Context: an optimization exercise on an open-source flow, tuned for small area and a short achievable clock period. The choices shown serve that exercise and are no tape-out recipe.
The RTL was checked by simulation tests, not by an equivalence proof against the original design.

$ cat flow/config.mk
export PLATFORM = sky130hd
export DESIGN_NAME = ix_arbiter
export DESIGN_NICKNAME = ix_arbiter
export VERILOG_FILES = /design/flow/design.v
export SDC_FILE = /design/flow/constraint.sdc
export NUM_CORES = 4
export LEC_CHECK = 0
export CAP_MARGIN = 40
export CORE_MARGIN = 2
export CORE_UTILIZATION = 35
export PLACE_DENSITY = 0.55
export SLEW_MARGIN = 40
$ cat flow/constraint.sdc
create_clock -name core_clock -period 60.0 [get_ports {clk}]
set_input_delay 12.0000 -clock core_clock [delete_from_list [all_inputs] [get_ports {clk}]]
set_output_delay 12.0000 -clock core_clock [all_outputs]
set_load 0.01 [all_outputs]
$ cat flow/design.v
module ix_arbiter (
    input  wire        clk,
    input  wire        rst,           
    input  wire [31:0] key,           
    input  wire        hs,            
    input  wire [15:0] req,           
    input  wire [15:0] lock_req,      
    input  wire [47:0] relay_tkt,     
    input  wire        wr_en,
    input  wire [9:0]  wr_addr,       
    input  wire [31:0] wr_data,
    input  wire        rd_en,
    input  wire [9:0]  rd_addr,
    output reg  [31:0] rd_data,
    output reg         gnt_valid,
    output reg  [3:0]  gnt_id
);
    localparam [31:0] ARB_NUM   = 32'h0000_0405;
    localparam [31:0] SEED_MULT = 32'h9E37_79B9;
    localparam [15:0] RELAYED   = 16'b0011_1100_0000_0011;
    reg [31:0] lfsr;
    reg [4:0]  owner;
    reg        locked;
    reg        valid;
    reg [5:0]  lock_beats;
    wire [16*8-1:0]  tkt_pend_f;
    wire [16*8-1:0]  tkt_cur_f;
    wire [16*16-1:0] lim_pend_f;
    wire [16*16-1:0] lim_cur_f;
    wire [16*16-1:0] wait_f;
    wire [16*32-1:0] grants_f;
    wire [16*32-1:0] waits_f;
    wire [16*16-1:0] longest_f;
    wire [16*32-1:0] lovr_f;
    reg [7:0] tk [0:15];
    integer i;
    always @* begin
        for (i = 0; i < 16; i = i + 1)
            tk[i] = tkt_cur_f[i*8 +: 8];
        tk[0]  = relay_tkt[7:0];
        tk[1]  = relay_tkt[15:8];
        tk[10] = relay_tkt[23:16];
        tk[11] = relay_tkt[31:24];
        tk[12] = relay_tkt[39:32];
        tk[13] = relay_tkt[47:40];
    end
    wire        phase_run = hs && !locked && (req != 16'd0);
    wire [31:0] lfsr_next = {1'b0, lfsr[31:1]} ^ (lfsr[0] ? 32'h8020_0003 : 32'd0);
    reg [15:0] lim_eff [0:15];
    reg        forced_found;
    reg [3:0]  forced_w;
    reg [15:0] forced_best;
    reg [15:0] diff;
    reg [11:0] total;
    reg [27:0] prod;
    reg [11:0] x;
    reg [11:0] acc;
    reg        draw_found;
    reg [3:0]  draw_w;
    reg        win_valid;
    reg [3:0]  win;
    always @* begin
        forced_found = 1'b0;
        forced_w     = 4'd0;
        forced_best  = 16'd0;
        for (i = 0; i < 16; i = i + 1) begin
            lim_eff[i] = (lim_cur_f[i*16 +: 16] == 16'd0) ? 16'd1 : lim_cur_f[i*16 +: 16];
            diff = wait_f[i*16 +: 16] - lim_eff[i];
            if (req[i] && wait_f[i*16 +: 16] >= lim_eff[i]) begin
                if (!forced_found || diff > forced_best) begin
                    forced_found = 1'b1;
                    forced_w     = i[3:0];
                    forced_best  = diff;
                end
            end
        end
        total = 12'd0;
        for (i = 0; i < 16; i = i + 1)
            if (req[i])
                total = total + {4'd0, tk[i]};
        prod = lfsr_next[31:16] * total;
        x    = prod[27:16];
        acc        = 12'd0;
        draw_found = 1'b0;
        draw_w     = 4'd0;
        for (i = 0; i < 16; i = i + 1) begin
            if (req[i]) begin
                acc = acc + {4'd0, tk[i]};
                if (!draw_found && x < acc) begin
                    draw_found = 1'b1;
                    draw_w     = i[3:0];
                end
            end
        end
        if (forced_found) begin
            win_valid = phase_run;
            win       = forced_w;
        end else begin
            win_valid = phase_run && (total != 12'd0);
            win       = draw_w;
        end
    end
    wire lock_slot = hs && locked;
    wire lock_end  = lock_slot && !lock_req[owner[3:0]];
    wire lock_over = lock_end && (lock_beats >= 6'd32);   
    wire [7:0] wr_word = wr_addr[9:2];
    wire [7:0] rd_word = rd_addr[9:2];
    wire       wr_req_blk = (wr_word >= 8'h10) && (wr_word < 8'h90);
    wire [7:0] wr_rel     = wr_word - 8'h10;
    wire [3:0] wr_r       = wr_rel[6:3];
    wire [2:0] wr_reg     = wr_rel[2:0];
    always @(posedge clk) begin
        if (rst) begin
            if ((key ^ (SEED_MULT * (ARB_NUM + 32'd1))) == 32'd0)
                lfsr <= 32'd1;
            else
                lfsr <= key ^ (SEED_MULT * (ARB_NUM + 32'd1));
            owner      <= 5'd0;
            locked     <= 1'b0;
            valid      <= 1'b0;
            lock_beats <= 6'd0;
            gnt_valid  <= 1'b0;
            gnt_id     <= 4'd0;
        end else begin
            if (phase_run)
                lfsr <= lfsr_next;
            gnt_valid <= 1'b0;
            if (lock_slot) begin
                gnt_valid <= 1'b1;
                gnt_id    <= owner[3:0];
                if (lock_beats != 6'd63)
                    lock_beats <= lock_beats + 6'd1;
                if (lock_end)
                    locked <= 1'b0;
            end else if (win_valid) begin
                gnt_valid <= 1'b1;
                gnt_id    <= win;
                owner     <= {1'b0, win};
                valid     <= 1'b1;
                if (lock_req[win]) begin
                    locked     <= 1'b1;
                    lock_beats <= 6'd1;
                end
            end
        end
    end
    genvar g;
    generate
        for (g = 0; g < 16; g = g + 1) begin : rq
            wire is_win  = win_valid && (win == g);
            wire is_lose = phase_run && req[g] && !is_win;
            wire wr_here = wr_en && wr_req_blk && (wr_r == g);
            wire clr     = wr_here && (wr_reg == 3'd6) && wr_data[0];
            reg [7:0]  tkt_pend, tkt_cur;
            reg [15:0] lim_pend, lim_cur;
            reg [15:0] wait_cnt, longest;
            reg [31:0] grants, waits, lovr;
            assign tkt_pend_f[g*8 +: 8]   = tkt_pend;
            assign tkt_cur_f[g*8 +: 8]    = tkt_cur;
            assign lim_pend_f[g*16 +: 16] = lim_pend;
            assign lim_cur_f[g*16 +: 16]  = lim_cur;
            assign wait_f[g*16 +: 16]     = wait_cnt;
            assign longest_f[g*16 +: 16]  = longest;
            assign grants_f[g*32 +: 32]   = grants;
            assign waits_f[g*32 +: 32]    = waits;
            assign lovr_f[g*32 +: 32]     = lovr;
            wire [31:0] grants_base  = clr ? 32'd0 : grants;
            wire [31:0] waits_base   = clr ? 32'd0 : waits;
            wire [15:0] longest_base = clr ? 16'd0 : longest;
            wire [15:0] wait_inc     = (wait_cnt == 16'hFFFF) ? 16'hFFFF : wait_cnt + 16'd1;
            always @(posedge clk) begin
                if (rst) begin
                    tkt_pend <= (g == 15) ? 8'd255 : 8'd16;
                    tkt_cur  <= (g == 15) ? 8'd255 : 8'd16;
                    lim_pend <= (g == 15) ? 16'd16 : 16'd1024;
                    lim_cur  <= (g == 15) ? 16'd16 : 16'd1024;
                    wait_cnt <= 16'd0;
                    grants   <= 32'd0;
                    waits    <= 32'd0;
                    longest  <= 16'd0;
                    lovr     <= 32'd0;
                end else begin
                    if (hs && !locked) begin
                        tkt_cur <= tkt_pend;
                        lim_cur <= lim_pend;
                    end
                    if (wr_here && wr_reg == 3'd0)
                        tkt_pend <= wr_data[7:0];
                    if (wr_here && wr_reg == 3'd1)
                        lim_pend <= wr_data[15:0];
                    if (is_win) begin
                        wait_cnt <= 16'd0;
                        grants   <= (grants_base == 32'hFFFF_FFFF) ? grants_base : grants_base + 32'd1;
                    end else begin
                        grants   <= grants_base;
                    end
                    if (is_lose) begin
                        wait_cnt <= wait_inc;
                        waits    <= (waits_base == 32'hFFFF_FFFF) ? waits_base : waits_base + 32'd1;
                        longest  <= (wait_inc > longest_base) ? wait_inc : longest_base;
                    end else begin
                        waits    <= waits_base;
                        longest  <= longest_base;
                    end
                    if (lock_over && owner[3:0] == g && lovr != 32'hFFFF_FFFF)
                        lovr <= lovr + 32'd1;
                end
            end
        end
    endgenerate
    wire       rd_req_blk = (rd_word >= 8'h10) && (rd_word < 8'h90);
    wire [7:0] rd_rel     = rd_word - 8'h10;
    wire [3:0] rd_r       = rd_rel[6:3];
    wire [2:0] rd_reg     = rd_rel[2:0];
    reg [31:0] rd_val;
    reg [7:0]  tcur;
    always @* begin
        rd_val = 32'd0;
        tcur   = RELAYED[rd_r] ? (req[rd_r] ? tk[rd_r] : 8'd0) : tkt_cur_f[rd_r*8 +: 8];
        if (rd_word == 8'h00)
            rd_val = lfsr;
        else if (rd_word == 8'h01)
            rd_val = {18'd0, 6'd16, 1'b0, valid, locked, owner};
        else if (rd_req_blk) begin
            case (rd_reg)
                3'd0: rd_val = {8'd0, tcur, 7'd0, RELAYED[rd_r], tkt_pend_f[rd_r*8 +: 8]};
                3'd1: rd_val = {lim_cur_f[rd_r*16 +: 16], lim_pend_f[rd_r*16 +: 16]};
                3'd2: rd_val = grants_f[rd_r*32 +: 32];
                3'd3: rd_val = waits_f[rd_r*32 +: 32];
                3'd4: rd_val = {wait_f[rd_r*16 +: 16], longest_f[rd_r*16 +: 16]};
                3'd5: rd_val = lovr_f[rd_r*32 +: 32];
                default: rd_val = 32'd0;
            endcase
        end
    end
    always @(posedge clk) begin
        if (rst)
            rd_data <= 32'd0;
        else if (rd_en)
            rd_data <= rd_val;
    end
endmodule
$ cat flow/run.sh
#!/bin/bash
# synth_recipe.tcl (not shown) runs the flow's synth.tcl, then flattens the netlist and writes it again
# the make line also repeats each setting of config.mk as NAME=value (left out here)
make -C /OpenROAD-flow-scripts/flow DESIGN_CONFIG=/design/flow/config.mk WORK_HOME=/design/flow/orfs CLKGATE_MAP_FILE= SYNTH_SCRIPT=/design/flow/synth_recipe.tcl finish
==> summary.md <==
| Metric | Value |
|---|---|
| TNS Setup | `0 ns` |
| Clk sink count | `between 2000 and 3000` |
| Worst Setup End Kind | `register` |
| Placed Area | `206000 µm²` |
| Final WL | `between 900000 and 1000000 µm` |
| Total CTS buffers | `345` |
| Crit path launch type | `input port` |
| Core box area | `around 550000 µm²` |
| Synth area leader | `dfxtp_1` |
| I/O pin cnt | `206` |
| Worst slew pin tran | `1.08 ns` |
| Hold Crit Class | `register to register` |
| Top delay family on crit path | `compound AO/OA/AOI/OAI gates` |
| Worst Setup Slack, final | `3.89 ns` |
| Largest net degree at the start of global routing | `about 190` |
| Synth async-reset ratio | `0` |
| Vias | `between 150k and 200k` |
| Mean post-synth cell area | `approximately 7.6 µm²` |
| Fin nets | `26562` |
| Critical path's slowest cell | `and2_0` |
| Row Count | `about 270` |
| Post-synth top area share | `0.295` |
| Grt ovf | `0` |
| TritonRoute pass-1 iters | `10` |
| Worst endpoint required time | `60.92 ns` |
| Setup WS pre-CTS | `approximately 3.4 ns` |
| Flop-to-flop setup slack | `12.97 ns` |
| CTS tree | `done` |
| Port Buffers | `between 150 and 200` |
| First-pass GRT wire length | `between 1000000 and 1500000 µm` |
| Post-DR wirelength/cell | `around 28 µm` |
| Worst slew margin | `0.272` |
| Register area share after synthesis | `0.300` |
| Mapped cell area | `194000 µm²` |
| GRT Total Usage | `0.314` |
| Die H | `749 µm` |
| CP most frequent cell | `o21a_1` |
| Syn Inst Count | `roughly 25000` |
| Post-synth top cells | `4221 x nand2_1, 2865 x dfxtp_1, 2504 x nor2_1` |
| Max clock buf depth | `4` |
| Bufs and invs on worst path | `23` |
| Max Fclk | `17.8 MHz` |
| Remaining routing DRC violations | `0` |
| Final min period | `56.11 ns` |
| Antenna Nets Post-Route | `0` |
| Drt first-iter violations | `25855` |
| Final Wtd Congestion | `around 1.0` |
| Worst skew pair latency | `1.08 ns` |
| Primary FF master, synth | `dfxtp_1` |
| Total setup buffers inserted after CTS | `0` |
| Share of cells above drive strength 1 | `0.0739` |
| Mapped Nets | `26929` |
| Worst-path clk slew | `~0.07 ns` |
| Root Driver | `clkbuf_16` |
| Die Area | `561000 µm²` |
| Outcome | `complete, no violations` |
| Max cap viols | `0` |
| Final HPWL DP | `702000 µm` |
| Hold_buf cts | `0` |
| Synth warn | `3` |
| Post-synth EDFFs | `32` |
| Cell with the most instances after synthesis | `nand2_1` |
| Yosys reg bits | `2897` |
| Clk_skew | `~0.12 ns` |
| CP peak stage delay | `0.72 ns` |
| Die width | `between 700 and 800 µm` |
| Area delta synth->final | `12.2%` |
| Final worst-path cycle share | `0.935` |
| # resized after CTS | `0` |
| Initial Utilization | `0.352` |
| Final Hold Fails | `0` |
| Top cells by area, synth | `dfxtp_1 30%, nand2_1 8.2%, ha_1 7.5%` |
| WS Path Type | `input port to register` |
| CP Max Fanout | `36` |
| RSZ-0062 raised after global routing | `no` |
| Htree depth | `5` |
| Fin area | `218000 µm²` |
| Initial antenna violation count | `82` |
| Worst Path Arrival | `57.03 ns` |
| Distinct cell type count of the synthesized netlist | `123` |
| Vias in the first global route | `176313` |
| # setup viols final | `0` |
| Via-per-instance ratio | `6.00` |
| Max Slew Vio Count | `0` |
[final timing paths]
path,end,from,cells after the start
setup / recovery,rq[11].grants[29]$_SDFF_PP0_,req[0],209
hold reg to reg,rq[7].tkt_cur[6]$_SDFFE_PP0P_,rq[7].tkt_pend[6]$_SDFFE_PP0P_,2
hold / removal,rq[7].tkt_cur[6]$_SDFFE_PP0P_,rq[7].tkt_pend[6]$_SDFFE_PP0P_,2
setup reg to reg,rq[11].grants[29]$_SDFF_PP0_,rq[0].lim_cur[8]$_SDFFE_PP0P_,220
[layer usage]
layer  wire length, µm  part of all wire  track usage  up-vias
met3             93600              0.10       0.0693     2019
met5               124           0.00013            0        -
li1                  -                 -            -    89308
met4             73700             0.080        0.210       18
met1            378000              0.41        0.417    94623
met2            378000              0.41        0.453     9942
[cell usage in the layout (no fill, tap or decap), types with 162 or more instances in the layout]
cell type	synthesis	final
o211ai_1	205	205
xnor2_1	778	770
nor3_1	523	479
xor2_1	892	888
ha_1	1171	1170
clkbuf_16	0	348
nor2_1	2504	2467
o21ai_0	849	824
o21a_1	189	187
and3_1	498	495
a22oi_1	173	172
dfxtp_1	2865	2864
inv_1	1013	1011
nand4_1	738	738
a221oi_1	462	455
nor4_1	248	215
mux4_2	162	162
or3_1	325	320
mux2i_1	355	352
buf_4	3	494
nor2b_1	218	213
nand2_1	4221	4188
a21o_1	295	294
a21oi_1	1861	1844
clkdlybuf4s50_1	0	170
nand3_1	1186	1175
nand2b_1	202	197
and2_1	219	217
fa_1	170	170
[layout make-up]
type | count | area [µm²]
fillers | 57213 | 335000
clock buffers | 501 | 10100
inverters | 1023 | 3850
clock inverters | 114 | 1530
flip-flops and latches | 2897 | 58300
multi-input cells | 20040 | 128000
well taps | 7287 | 9120
diodes | 64 | 160
repair buffers | 745 | 6370
[per-stage QoR]
step                      hold WS (ns)  instances   util
after global routing             0.461      32613  0.394
after CTS                        0.426      32597  0.393
after detailed placement         0.444      31982  0.372
final                            0.435      32671  0.394
after floorplan                  0.433      25419      -
after global placement           0.442      31953  0.370
[logic make-up after synthesis]
kind of cell | synth area share
compound gates | 0.170
mux | 0.0437
fa+ha+maj | 0.0930
flops | 0.300
xor+xnor | 0.0777
other cells | 0.0000193
simple gates | 0.267
buf+inv | 0.0483
[registers in the layout, indices dropped and copies added, names as in the netlist, 128 cells and up]
register / count
rq.tkt_pend: 128
rq.longest: 256
rq.wait_cnt: 256
rq.tkt_cur: 128
rq.lovr: 512
rq.lim_pend: 256
rq.waits: 512
rq.grants: 512
rq.lim_cur: 256
[worst register-to-register path, delay by kind of cell (launching register included)]
kind	cells	cell delay, ns
AO/OA/AOI/OAI	128	25.61
buffers and inverters	22	5.24
multiplexers	4	1.26
AND/OR/NAND/NOR	48	9.75
XOR/XNOR	2	0.40
flip-flops	1	0.34
adder cells (fa/ha/maj)	16	4.28

-- separate check: timing with driven ports --
No port has a modelled driver above. Below, the same layout with a new extraction and two added sets of constraints.
Step 1 (the two cells are an assumption about what drives the block):
set clk [get_ports {clk}]
set_driving_cell -lib_cell sky130_fd_sc_hd__clkbuf_16 $clk
set_driving_cell -lib_cell sky130_fd_sc_hd__buf_2 [delete_from_list [all_inputs] $clk]
Step 2, shift: input delay + t, output delay - t, t = (earliest + latest rising clock arrival at the registers) / 2. This alone moves slack from input paths to output paths.
Slacks: ideal ports / drivers / drivers and shift; pairs: ideal ports / drivers.
t (ns): 1.139
setup slack, ns: 3.888 / 3.869 / 2.730
worst setup path after step 2: input to register
After both steps setup and hold are still met in this run. For this run, drivers alone change the setup slack by -0.019 ns; drivers and shift together by -1.158 ns.
